This is an optimization exercise on Yosys and OpenROAD, whose aim is small area, a short achievable clock period and few clock cycles per item, not a production implementation. Function was checked by simulation only, so behaviour that the tests miss may differ from the original.

`flow/run.sh`:
```
#!/bin/bash
# synth_recipe.tcl (not shown) runs the flow's synth.tcl, then flattens the netlist and writes it again
# the make line also repeats each setting of config.mk as NAME=value (left out here)
make -C /OpenROAD-flow-scripts/flow DESIGN_CONFIG=/design/flow/config.mk WORK_HOME=/design/flow/orfs CLKGATE_MAP_FILE= SYNTH_SCRIPT=/design/flow/synth_recipe.tcl finish
```
`flow/constraint.sdc`:
```
create_clock -name core_clock -period 7.0 [get_ports {clk}]
set_input_delay 1.4000 -clock core_clock [delete_from_list [all_inputs] [get_ports {clk}]]
set_output_delay 1.4000 -clock core_clock [all_outputs]
set_load 0.01 [all_outputs]
```
`flow/config.mk`:
```
export PLATFORM = sky130hd
export DESIGN_NAME = desc_intake
export DESIGN_NICKNAME = desc_intake
export VERILOG_FILES = /design/flow/design.v
export SDC_FILE = /design/flow/constraint.sdc
export NUM_CORES = 4
export LEC_CHECK = 0
export CAP_MARGIN = 20
export CORE_MARGIN = 2
export CORE_UTILIZATION = 40
export PLACE_DENSITY = 0.6
export SLEW_MARGIN = 20
```
`flow/design.v`:
```
module desc_intake (
    input  wire        clk,
    input  wire        rst,
    input  wire [1:0]  variant,      
    input  wire        in_valid,
    output wire        in_ready,
    input  wire [31:0] in_data,
    input  wire [5:0]  in_ring,
    input  wire [63:0] in_now,
    input  wire        rel_valid,
    input  wire [6:0]  rel_slot,
    output reg         out_valid,
    input  wire        out_ready,
    output reg         out_accept,
    output reg  [7:0]  out_status,
    output reg  [31:0] out_result,
    output reg  [15:0] out_tag,
    output reg  [15:0] out_opcode,
    output reg  [5:0]  out_ring
);
    localparam [7:0] ST_DEADLINE_MISSED = 8'h03;
    localparam [7:0] ST_BAD_OPCODE      = 8'h10;
    localparam [7:0] ST_BAD_PARAM       = 8'h11;
    localparam [7:0] ST_BAD_CHECK       = 8'h12;
    localparam [7:0] ST_TAG_BUSY        = 8'h13;
    localparam [7:0] ST_UNIT_ABSENT     = 8'h14;
    localparam [31:0] SIXTY_S_LO = 32'hF847_5800;    
    localparam [31:0] SIXTY_S_HI = 32'h0000_000D;
    localparam [31:0] CRC_RESIDUE = 32'hB798_B438;    
    reg         in_ready_q;
    reg  [3:0]  word;         
    reg         v_q;          
    reg  [31:0] d_q;
    reg  [31:0] n_q;          
    reg  [5:0]  ring_q;
    wire take = in_valid && in_ready_q;
    assign in_ready = in_ready_q;
    wire w0  = v_q && (word == 4'd1);
    wire w1  = v_q && (word == 4'd2);
    wire w2  = v_q && (word == 4'd3);
    wire w3  = v_q && (word == 4'd4);
    wire w4  = v_q && (word == 4'd5);
    wire w5  = v_q && (word == 4'd6);
    wire wp  = v_q && (word >= 4'd7) && (word <= 4'd14);    
    wire w14 = v_q && (word == 4'd15);
    wire w15 = v_q && (word == 4'd0);
    wire [2:0] pword = word[2:0] - 3'd7;                      
    reg  [15:0] op_q;
    reg  [15:0] tag_q;
    reg  [2:0]  kind_q;       
    reg         kind_lo_q;    
    reg  [31:0] nb_lo_q, nb_hi_q;
    reg         known_q;
    reg         rsv_q;
    reg         target_q;
    reg         absent_q;
    reg         a_lo_q, a_c_q, a_q;     
    reg         b_lo_q, c_lo_q, z_lo_q;
    reg         time_q, late_q;
    reg         self_q;
    reg         busy_q;
    reg  [3:0]  gen_q;
    reg  [31:0] crc_q;
    reg  [31:0] crc_next;
    integer     b;
    always @* begin
        crc_next = (crc_q | {32{w0}}) ^ d_q;
        for (b = 0; b < 32; b = b + 1)
            crc_next = crc_next[0] ? ((crc_next >> 1) ^ 32'h82F63B78) : (crc_next >> 1);
    end
    reg          op_known;
    reg  [7:0]   op_kinds;
    reg  [255:0] op_pmask;
    always @* begin
        op_known = 1'b0;
        op_kinds = 8'h00;
        op_pmask = 256'd0;
        case (op_q)
          16'h0101: begin op_known = 1'b1; op_kinds = 8'h01; op_pmask = 256'h00000000000000000000000000000000000000000000000000000000FFFFFFFF; end  
          16'h0102: begin op_known = 1'b1; op_kinds = 8'h01; op_pmask = 256'h0000000000000000000000000000000000000000000000000000000000000000; end  
          16'h0103: begin op_known = 1'b1; op_kinds = 8'h01; op_pmask = 256'h000000000000000000000000000000000000000000000000FFFFFFFFFFFFFFFF; end  
          16'h0104: begin op_known = 1'b1; op_kinds = 8'h01; op_pmask = 256'h00000000000000000000000000000000FFFFFFFFFFFFFFFF00000000FFFFFFFF; end  
          16'h0110: begin op_known = 1'b1; op_kinds = 8'h20; op_pmask = 256'h000000000000000000000000000000000001FFFF3F3FFF01FFFFFFFFFFFFFFFF; end  
          16'h0111: begin op_known = 1'b1; op_kinds = 8'h20; op_pmask = 256'h0000000000000000000000000000000000000000000000000000000000000000; end  
          16'h0112: begin op_known = 1'b1; op_kinds = 8'h20; op_pmask = 256'h0000000000000000000000000000000000000000000000000000000000000000; end  
          16'h0113: begin op_known = 1'b1; op_kinds = 8'h40; op_pmask = 256'h0000000000000000000000000000000000000003FFFFFFFFFFFFFFFFFFFFFFFF; end  
          16'h0201: begin op_known = 1'b1; op_kinds = 8'h02; op_pmask = 256'h000000000000000000000000000000000000000000000000000000000000FFFF; end  
          16'h0202: begin op_known = 1'b1; op_kinds = 8'h02; op_pmask = 256'h0000000000000000000000000000000000000000000000000000000000000000; end  
          16'h0203: begin op_known = 1'b1; op_kinds = 8'h02; op_pmask = 256'h00000000000000000000000000000000000000000000000000000000FFFFFFFF; end  
          16'h0204: begin op_known = 1'b1; op_kinds = 8'h02; op_pmask = 256'h0000000000000000000000000000000000000000000000000000000000000000; end  
          16'h0205: begin op_known = 1'b1; op_kinds = 8'h02; op_pmask = 256'h00000000000000000000000000000000000000000000000000000000FFFFFFFF; end  
          16'h0301: begin op_known = 1'b1; op_kinds = 8'h08; op_pmask = 256'h0000000000000000000000000000000000000000000000000000000000000000; end  
          16'h0302: begin op_known = 1'b1; op_kinds = 8'h08; op_pmask = 256'h0000000000000000000000000000000000000000000000000000000000000000; end  
          16'h0303: begin op_known = 1'b1; op_kinds = 8'h08; op_pmask = 256'h0000000000000000000000000000000000000000000000000000000000000000; end  
          16'h0401: begin op_known = 1'b1; op_kinds = 8'h10; op_pmask = 256'h000000000000000000000000000000000000000000000000000000000000FFFF; end  
          16'h0402: begin op_known = 1'b1; op_kinds = 8'h01; op_pmask = 256'h0000000000000000000000000000000000000000000000000000000000000000; end  
          16'h0403: begin op_known = 1'b1; op_kinds = 8'h01; op_pmask = 256'h0000000000000000000000000000000000000000000000000000FFFFFFFF000F; end  
          16'h0404: begin op_known = 1'b1; op_kinds = 8'h01; op_pmask = 256'h0000000000000000000000000000000000000000000000000000000000000000; end  
          16'h0501: begin op_known = 1'b1; op_kinds = 8'h01; op_pmask = 256'h0000000000000000000000000000000000000000000000000000FFFFFFFFFFFF; end  
          16'h0502: begin op_known = 1'b1; op_kinds = 8'h01; op_pmask = 256'h0000000000000000000000000000000000000000000000000000000000000000; end  
          16'h0503: begin op_known = 1'b1; op_kinds = 8'h01; op_pmask = 256'h0000000000000000000000000000000000000000000000000000000000000000; end  
          16'h0504: begin op_known = 1'b1; op_kinds = 8'h01; op_pmask = 256'h00000000000000000000000000000000000000000000000000000000000000FF; end  
          16'h0601: begin op_known = 1'b1; op_kinds = 8'h01; op_pmask = 256'h000000000000000000000000000000000000000000000000000000000000FFFF; end  
          16'h0602: begin op_known = 1'b1; op_kinds = 8'h01; op_pmask = 256'h0000000000000000000000000000000000000000000000000000000000000000; end  
          16'h0603: begin op_known = 1'b1; op_kinds = 8'h01; op_pmask = 256'h0000000000000000000000000000000000000000000000000000000000000000; end  
          16'h0604: begin op_known = 1'b1; op_kinds = 8'h01; op_pmask = 256'h00000000000000000000000000000000000000000000000000000000FFFF00FF; end  
          16'h0701: begin op_known = 1'b1; op_kinds = 8'h02; op_pmask = 256'h00000000000000000000000000000000FFFFFFFFFFFFFFFFFFFFFFFFFFFFFFFF; end  
          16'h0702: begin op_known = 1'b1; op_kinds = 8'h02; op_pmask = 256'h0000000000000000000000000000000000000000000000000000000000000000; end  
          16'h0801: begin op_known = 1'b1; op_kinds = 8'h01; op_pmask = 256'h00000000000000000000000000000000000000000000000000000000FFFFFFFF; end  
          16'h0901: begin op_known = 1'b1; op_kinds = 8'h01; op_pmask = 256'h00000000000000000000000000000000FFFFFFFFFFFFFFFF0000FFFFFFFFFFFF; end  
          16'h0902: begin op_known = 1'b1; op_kinds = 8'h01; op_pmask = 256'h00000000000000000000000000000000000000000000000000000000FFFFFFFF; end  
          16'h0903: begin op_known = 1'b1; op_kinds = 8'h01; op_pmask = 256'h000000000000000000000000FFFFFFFFFFFFFFFFFFFFFFFFFFFFFFFF000000FF; end  
          16'h0A01: begin op_known = 1'b1; op_kinds = 8'h01; op_pmask = 256'h000000000000000000000000000000000000000000000000FFFFFFFFFFFF00FF; end  
          16'h0A02: begin op_known = 1'b1; op_kinds = 8'h01; op_pmask = 256'h00000000000000000000000000000000000000000000000000000000000000FF; end  
          16'h0B01: begin op_known = 1'b1; op_kinds = 8'h01; op_pmask = 256'h0000000000000000000000000000000000000000000000000000000000000000; end  
          16'h0B02: begin op_known = 1'b1; op_kinds = 8'h01; op_pmask = 256'h0000000000000000000000000000000000000000000000000000000000000000; end  
          16'h0C01: begin op_known = 1'b1; op_kinds = 8'h80; op_pmask = 256'h00000000000000000000000000000000000000000000000000000000FFFFFFFF; end  
          16'h0C02: begin op_known = 1'b1; op_kinds = 8'h80; op_pmask = 256'h000000000000000000000000000000FFFFFFFFFFFFFFFFFFFFFFFFFFFFFFFFFF; end  
          16'h0C03: begin op_known = 1'b1; op_kinds = 8'h01; op_pmask = 256'h000000000000000000000000000000000000000000000000000000000000FFFF; end  
          16'h0D01: begin op_known = 1'b1; op_kinds = 8'h01; op_pmask = 256'h00000000000000000000000000000000FFFFFFFFFFFFFFFF00000000FFFFFFFF; end  
          16'h0D02: begin op_known = 1'b1; op_kinds = 8'h0B; op_pmask = 256'h000000000000000000000000000000000000000000000000FFFFFFFF000000FF; end  
          16'h0D03: begin op_known = 1'b1; op_kinds = 8'h01; op_pmask = 256'h0000000000000000000000000000000000000000000000000000000000000000; end  
            default: ;
        endcase
    end
    wire [31:0] pmask_w = op_pmask[{pword, 5'b00000} +: 32];
    wire [15:0] idx = d_q[31:16];
    reg  [7:0] kind_max;
    always @* begin
        case (kind_q)
            3'd0: kind_max = 8'd0;
            3'd1: kind_max = 8'd15;
            3'd2: kind_max = 8'd31;
            3'd3: kind_max = 8'd23;
            3'd4: kind_max = 8'd3;
            3'd5: kind_max = 8'd63;
            default: kind_max = 8'd7;
        endcase
    end
    wire target_err = !op_kinds[kind_q] || (idx > {8'd0, kind_max});
    reg        has_path, has_gauge, has_tdm, has_down;
    reg  [5:0] n_rails, n_phases, n_switches;
    always @* begin
        case (variant)
            2'd0:    begin has_path = 1'b1; has_gauge = 1'b1; has_tdm = 1'b1; has_down = 1'b1;
                           n_rails = 6'd16; n_phases = 6'd32; n_switches = 6'd24; end
            2'd1:    begin has_path = 1'b0; has_gauge = 1'b0; has_tdm = 1'b1; has_down = 1'b1;
                           n_rails = 6'd16; n_phases = 6'd24; n_switches = 6'd24; end
            default: begin has_path = 1'b0; has_gauge = 1'b0; has_tdm = 1'b0; has_down = 1'b0;
                           n_rails = 6'd8;  n_phases = 6'd16; n_switches = 6'd12; end
        endcase
    end
    reg absent;
    always @* begin
        if (op_q[15:8] == 8'h05)
            absent = !has_path;
        else if (op_q[15:8] == 8'h06)
            absent = !has_gauge;
        else if (op_q[15:8] == 8'h0B)
            absent = !has_tdm;
        else if (op_q == 16'h0C01 || op_q == 16'h0C02)
            absent = !has_down;
        else if (kind_lo_q && kind_q == 3'd1)
            absent = idx >= {10'd0, n_rails};
        else if (kind_lo_q && kind_q == 3'd2)
            absent = idx >= {10'd0, n_phases};
        else if (kind_lo_q && kind_q == 3'd3)
            absent = idx >= {10'd0, n_switches};
        else
            absent = 1'b0;
    end
    wire [32:0] s_lo = {1'b0, n_q} + {1'b0, SIXTY_S_LO};
    wire [32:0] s_hi = {1'b0, n_q} + {1'b0, SIXTY_S_HI} + {32'd0, a_c_q};
    wire        a_hi = !s_hi[32] && ((d_q > s_hi[31:0]) || ((d_q == s_hi[31:0]) && a_lo_q));
    wire        b_hi = (d_q < nb_hi_q) || ((d_q == nb_hi_q) && b_lo_q);
    wire        c_hi = (n_q > d_q) || ((n_q == d_q) && c_lo_q);
    wire        dl_set = !(z_lo_q && (d_q == 32'd0));
    wire after_bad = d_q[31] ? ((d_q & 32'h7FFFF080) != 32'd0) : (d_q[30:0] != 31'd0);
    wire prm_bad   = known_q && ((d_q & ~pmask_w) != 32'd0);
    always @(posedge clk) begin
        d_q <= in_data;
        n_q <= word[0] ? in_now[63:32] : in_now[31:0];
        if (take && word == 4'd15)
            ring_q <= in_ring;
        if (v_q)
            crc_q <= crc_next;
        if (w0) begin
            op_q      <= d_q[15:0];
            kind_q    <= d_q[26:24];
            kind_lo_q <= (d_q[31:27] == 5'd0);
            rsv_q     <= (d_q[23:18] != 6'd0) || (d_q[31:27] != 5'd0);
        end
        if (w1) begin
            tag_q    <= d_q[15:0];
            known_q  <= op_known;
            target_q <= target_err;
            absent_q <= absent;
            if ((d_q[15:12] != 4'd0) || d_q[7])
                rsv_q <= 1'b1;
        end
        if (w2) begin
            nb_lo_q <= d_q;
            a_lo_q  <= d_q > s_lo[31:0];
            a_c_q   <= s_lo[32];
        end
        if (w3) begin
            nb_hi_q <= d_q;
            a_q     <= a_hi;
        end
        if (w4) begin
            b_lo_q <= d_q < nb_lo_q;
            c_lo_q <= n_q > d_q;
            z_lo_q <= d_q == 32'd0;
        end
        if (w5) begin
            time_q <= a_q || (dl_set && b_hi);
            late_q <= dl_set && c_hi;
        end
        if (wp && prm_bad)
            rsv_q <= 1'b1;
        if (w14) begin
            self_q <= d_q[31] && (d_q[6:0] == tag_q[6:0]);
            if (after_bad)
                rsv_q <= 1'b1;
        end
    end
    reg  [127:0] slot_busy;
    reg          rel_q;
    reg  [6:0]   rel_slot_q;
    reg  [511:0] gring;
    reg  [2:0]   p;
    reg          pw_v;        
    wire [6:0] pw_slot = out_tag[6:0];
    wire [3:0] pw_gen  = out_tag[11:8];
    reg  pend;        
    reg  vr;          
    wire load = vr && !out_valid;
    wire crc_ok    = (crc_q == CRC_RESIDUE);
    wire admin_err = (op_q[15:8] == 8'h01) && (ring_q != 6'd0);
    reg        v_accept;
    reg  [7:0] v_status;
    reg [31:0] v_result;
    always @* begin
        v_accept = 1'b0;
        v_status = 8'h00;
        v_result = 32'd0;
        if (!crc_ok)
            v_status = ST_BAD_CHECK;
        else if (rsv_q) begin
            v_status = ST_BAD_PARAM; v_result = 32'h8000_0001;
        end else if (!known_q)
            v_status = ST_BAD_OPCODE;
        else if (admin_err) begin
            v_status = ST_BAD_PARAM; v_result = 32'h8000_0005;
        end else if (busy_q) begin
            v_status = ST_TAG_BUSY;  v_result = {16'd0, 4'd0, gen_q, 1'b0, tag_q[6:0]};
        end else if (time_q) begin
            v_status = ST_BAD_PARAM; v_result = 32'h8000_0002;
        end else if (late_q)
            v_status = ST_DEADLINE_MISSED;
        else if (self_q) begin
            v_status = ST_BAD_PARAM; v_result = 32'h8000_0003;
        end else if (target_q) begin
            v_status = ST_BAD_PARAM; v_result = 32'h8000_0004;
        end else if (absent_q)
            v_status = ST_UNIT_ABSENT;
        else
            v_accept = 1'b1;
    end
    wire [3:0] word_n      = take ? word + 4'd1 : word;
    wire       pend_n      = (take && word == 4'd15) || (pend && !load);
    wire       out_valid_n = load || (out_valid && !out_ready);
    always @(posedge clk) begin
        if (rst) begin
            word       <= 4'd0;
            v_q        <= 1'b0;
            pend       <= 1'b0;
            vr         <= 1'b0;
            out_valid  <= 1'b0;
            in_ready_q <= 1'b1;
            rel_q      <= 1'b0;
            p          <= 3'd0;
        end else begin
            word       <= word_n;
            v_q        <= take;
            pend       <= pend_n;
            vr         <= w15 || (vr && !load);
            out_valid  <= out_valid_n;
            in_ready_q <= !(word_n == 4'd0 && pend_n && out_valid_n);
            rel_q      <= rel_valid;
            p          <= p + 3'd1;
        end
        rel_slot_q <= rel_slot;
    end
    always @(posedge clk) begin
        if (load) begin
            out_accept <= v_accept;
            out_status <= v_status;
            out_result <= v_result;
            out_tag    <= tag_q;
            out_opcode <= op_q;
            out_ring   <= ring_q;
        end
    end
    integer s;
    always @(posedge clk) begin
        if (take && word == 4'd15)
            busy_q <= slot_busy[tag_q[6:0]] && !(rel_q && rel_slot_q == tag_q[6:0]);
        if (rst) begin
            slot_busy <= 128'd0;
        end else begin
            for (s = 0; s < 128; s = s + 1) begin
                if (load && v_accept && tag_q[6:0] == s[6:0])
                    slot_busy[s] <= 1'b1;
                else if (rel_q && rel_slot_q == s[6:0])
                    slot_busy[s] <= 1'b0;
            end
        end
    end
    integer r;
    always @(posedge clk) begin
        for (r = 0; r < 16; r = r + 1) begin
            gring[r*32 +: 28] <= gring[r*32 + 4 +: 28];
            if (pw_v && pw_slot == {p, r[3:0]})
                gring[r*32 + 28 +: 4] <= pw_gen;
            else
                gring[r*32 + 28 +: 4] <= gring[r*32 +: 4];
        end
        if (load && v_accept)
            pw_v <= 1'b1;
        else if (pw_slot[6:4] == p)
            pw_v <= 1'b0;
        if (p == tag_q[6:4]) begin
            if (pw_v && pw_slot == tag_q[6:0])
                gen_q <= pw_gen;
            else
                gen_q <= gring[{tag_q[3:0], 5'd0} +: 4];
        end
    end
endmodule
```
==> impl_metrics.tcl <==
set metrics [dict create \
    status "no timing/DRC/antenna violations" \
    drive_gt1_share_pct 12.9 \
    grt_use_met1_pct 26.7 \
    ctsLongestPathBuffers 3 \
    h-tree-depth 3 \
    globalplace.congestion 0.911 \
    final_common_cell "dfxtp_1" \
    io_pins 197 \
    synth_seq_cells 936 \
    fmax_mhz 158 \
    cts_made_buffers 96 \
    tns_ns 0 \
    hold_violations 0 \
    synth-seq-area-share_pct 55.4 \
    insertion_delay_ns 0.72 \
    criticalPathCategory "flip-flop to flip-flop" \
    core_um2 93300 \
    rsz0062_at_grt "false" \
    fin_util_pct 47.3 \
    yosys.area.top_type "dfxtp_1" \
    wirelength_um 93700 \
    via_per_inst 5.02 \
    ctsHoldBuffers 0 \
    synth_warnings 1 \
    gr-max-usage-layer "met2" \
    grt_pass1_wl_um 143000 \
    initial_core_util_pct 40.3 \
    slew_headroom_pct 27.3 \
    track_usage_pct 19.2 \
    crit_path_end_kind "flip-flop" \
    synth_top_area_share_pct 38.6 \
    nets 3653 \
    required_ns 7.44 \
    synth_area_leaders "dfxtp_1 39%, edfxtp_1 17%, xnor2_1 6.1%" \
    hold_path_class "flip-flop to flip-flop" \
    drtAntennaViolNets 0 \
    mostFrequentLayoutCells "725 x dfxtp_1, 261 x xnor2_1, 212 x nand2_1, 210 x edfxtp_1, 199 x a21oi_1" \
    clock_sinks 936 \
    vias 23575 \
    tightest_slew_ns 1.08 \
    drtPass1Iterations 6 \
    async_flop_share_pct 0 \
    port_buffers 172 \
    netlist-cell-type-count 71 \
    ys.flop_type "dfxtp_1" \
    met3_usage_pct 3.39 \
    grt.overflow.total 0 \
    cp.arrival_ns 6.76 \
    clk_root_buffer_cell "clkbuf_16" \
    insertedDiodeCount 0 \
    synth_edf_count 210 \
    use_met2_pct 30.3 \
    clk_pin_slew_ns 0.07 \
    min_period_ns 6.32 \
    cap_viol_max_count 0 \
    antenna_found_initial 4 \
    drt_iter0_markers 1939 \
    crit_path_max_fanout 54 \
    clock_skew_ns 0.0826 \
    syn_area_per_cell_um2 11.9 \
    syn-cell-area_um2 37600 \
    die_width_um 311 \
    rows 112 \
    cts_tree "yes" \
    area_growth_pct 17.3 \
    fp.dieH_um 311 \
    post_cts_buffers 0 \
    route.detailed.drc 0 \
    grt_max_degree 75 \
    setup_viol 0 \
    maxSlewViolCount 0 \
    wl_per_cell_um 20.0 \
    ctsResizeCount 0 \
    grt_pass1_vias 23340 \
    syn_inst 3148 \
    period_share_pct 90.2 \
    die_area_um2 96500 \
    dp_hpwl_um 66700 \
    cp-start-kind "flip-flop" \
]
-- kinds of logic (layout without fill, tap and decap cells) --
kind of cell / Yosys count / in the layout / share of synthesized area [%]
AOI/OAI and AO/OA: 483 / 483 / 7.05
xor gates and xnor gates: 427 / 427 / 12.6
adders and majority gates: 182 / 182 / 6.05
buffers and inverters: 265 / 533 / 2.92
DFF: 936 / 936 / 55.4
muxes: 163 / 163 / 6.73
other: 1 / 24 / 0.00997
and+or+nand+nor: 691 / 691 / 9.18
-- Yosys cell counts (55+ instances only) --
cell        n
dfxtp_1   726
xnor2_1   261
nand2_1   212
edfxtp_1  210
a21oi_1   199
o21ai_0   198
ha_1      182
inv_1     130
nor2_1    119
mux2_2    100
clkbuf_1   89
xor2_1     86
mux4_2     62
nand4_1    55
-- final timing paths --
kind              slack (ns)          to       start  cells past startpoint
setup reg to reg        0.68   crc_q[10]     word[2]                     16
hold / removal          0.29  gring[180]  gring[184]                      0
setup / recovery        0.68   crc_q[10]     word[2]                     16
hold reg to reg         0.29  gring[180]  gring[184]                      0
-- registers in the layout, summed over array words and instances, names as in the netlist, 3 cells and up --
signal and count:
kind_q 3, nb_lo_q 32, d_q 32, out_status 4, n_q 32, p 3
out_tag 16, nb_hi_q 32, out_ring 6, op_q 16, out_result 12, slot_busy 128
word 4, tag_q 16, gen_q 4, out_opcode 16, rel_slot_q 7, gring 512
crc_q 32, ring_q 6
-- per-stage QoR --
stage	std cells	setup slack (ns)	cell area, um^2	hold slack (ns)
3_5_place_dp	4511	0.727	40800	0.312
6_report	4693	0.685	44100	0.295
5_1_grt	4693	0.383	44100	0.315
2_1_floorplan	3171	1.05	37700	0.310
3_3_place_gp	4511	0.737	40800	0.310
4_1_cts	4693	0.767	44100	0.301
-- per-layer routing --
metal | vias to the layer above | routed length [um]
met5 | - | 0
met2 | 675 | 42300
met1 | 11400 | 42900
met4 | 0 | 2820
li1 | 11340 | -
met3 | 160 | 5670
-- final cells by class --
| class | count | area [um^2] |
|---|---|---|
| clock inverter | 52 | 618 |
| multi-input combinational | 1970 | 15800 |
| fill | 8519 | 49200 |
| sequential | 936 | 20800 |
| timing repair buffer | 220 | 2090 |
| inverter | 131 | 493 |
| tap | 1254 | 1570 |
| clock buffer | 130 | 2720 |
-- worst max-delay path, cell delays in order, from the launching register on --
cell and delay (ns):
dfxtp_1 0.44, nor4bb_4 0.38, buf_12 0.29, nor2_2 0.11, xnor2_4 0.33, xor2_2 0.36
xnor2_1 0.24, xnor2_1 0.70, xnor3_1 0.57, xor2_2 0.41, xnor3_1 0.45, xor2_1 0.52
xnor2_1 0.22, xor2_1 0.39, xnor2_1 0.15, xnor2_1 0.34, xnor2_1 0.12
Testbench counts, summed over its fixed seeds: cycles 51,224, items 3,200.

afterwards: timing with drivers on the ports:
How much do the figures lean on ideal ports? The routed layout below was timed once more, with nothing changed but the port constraints. Step 1 sets driving cells, clkbuf_16 on the clock port and buf_2 on the other inputs (assumed; they add their load-dependent delay and slew). Step 2 adds t to the input delays and takes it off the output delays; t is the mean of the earliest and latest rising clock arrival at the registers after step 1. Input paths then give back, and output paths get back, about the clock's delay inside the block. a / b / c = no drivers / after step 1 / after step 2; a / b = the first two.
t, ns: 0.744
setup WS [ns]: 0.685 / 0.685 / 0.685
hold slack, ns: 0.295 / 0.295 / 0.295
worst setup path after step 2: register to register
clock arrival spread, ns: 0.083 / 0.083
After both steps setup and hold are still met in this run. For this run, drivers alone change the setup slack by 0.000 ns; drivers and shift together by 0.000 ns.
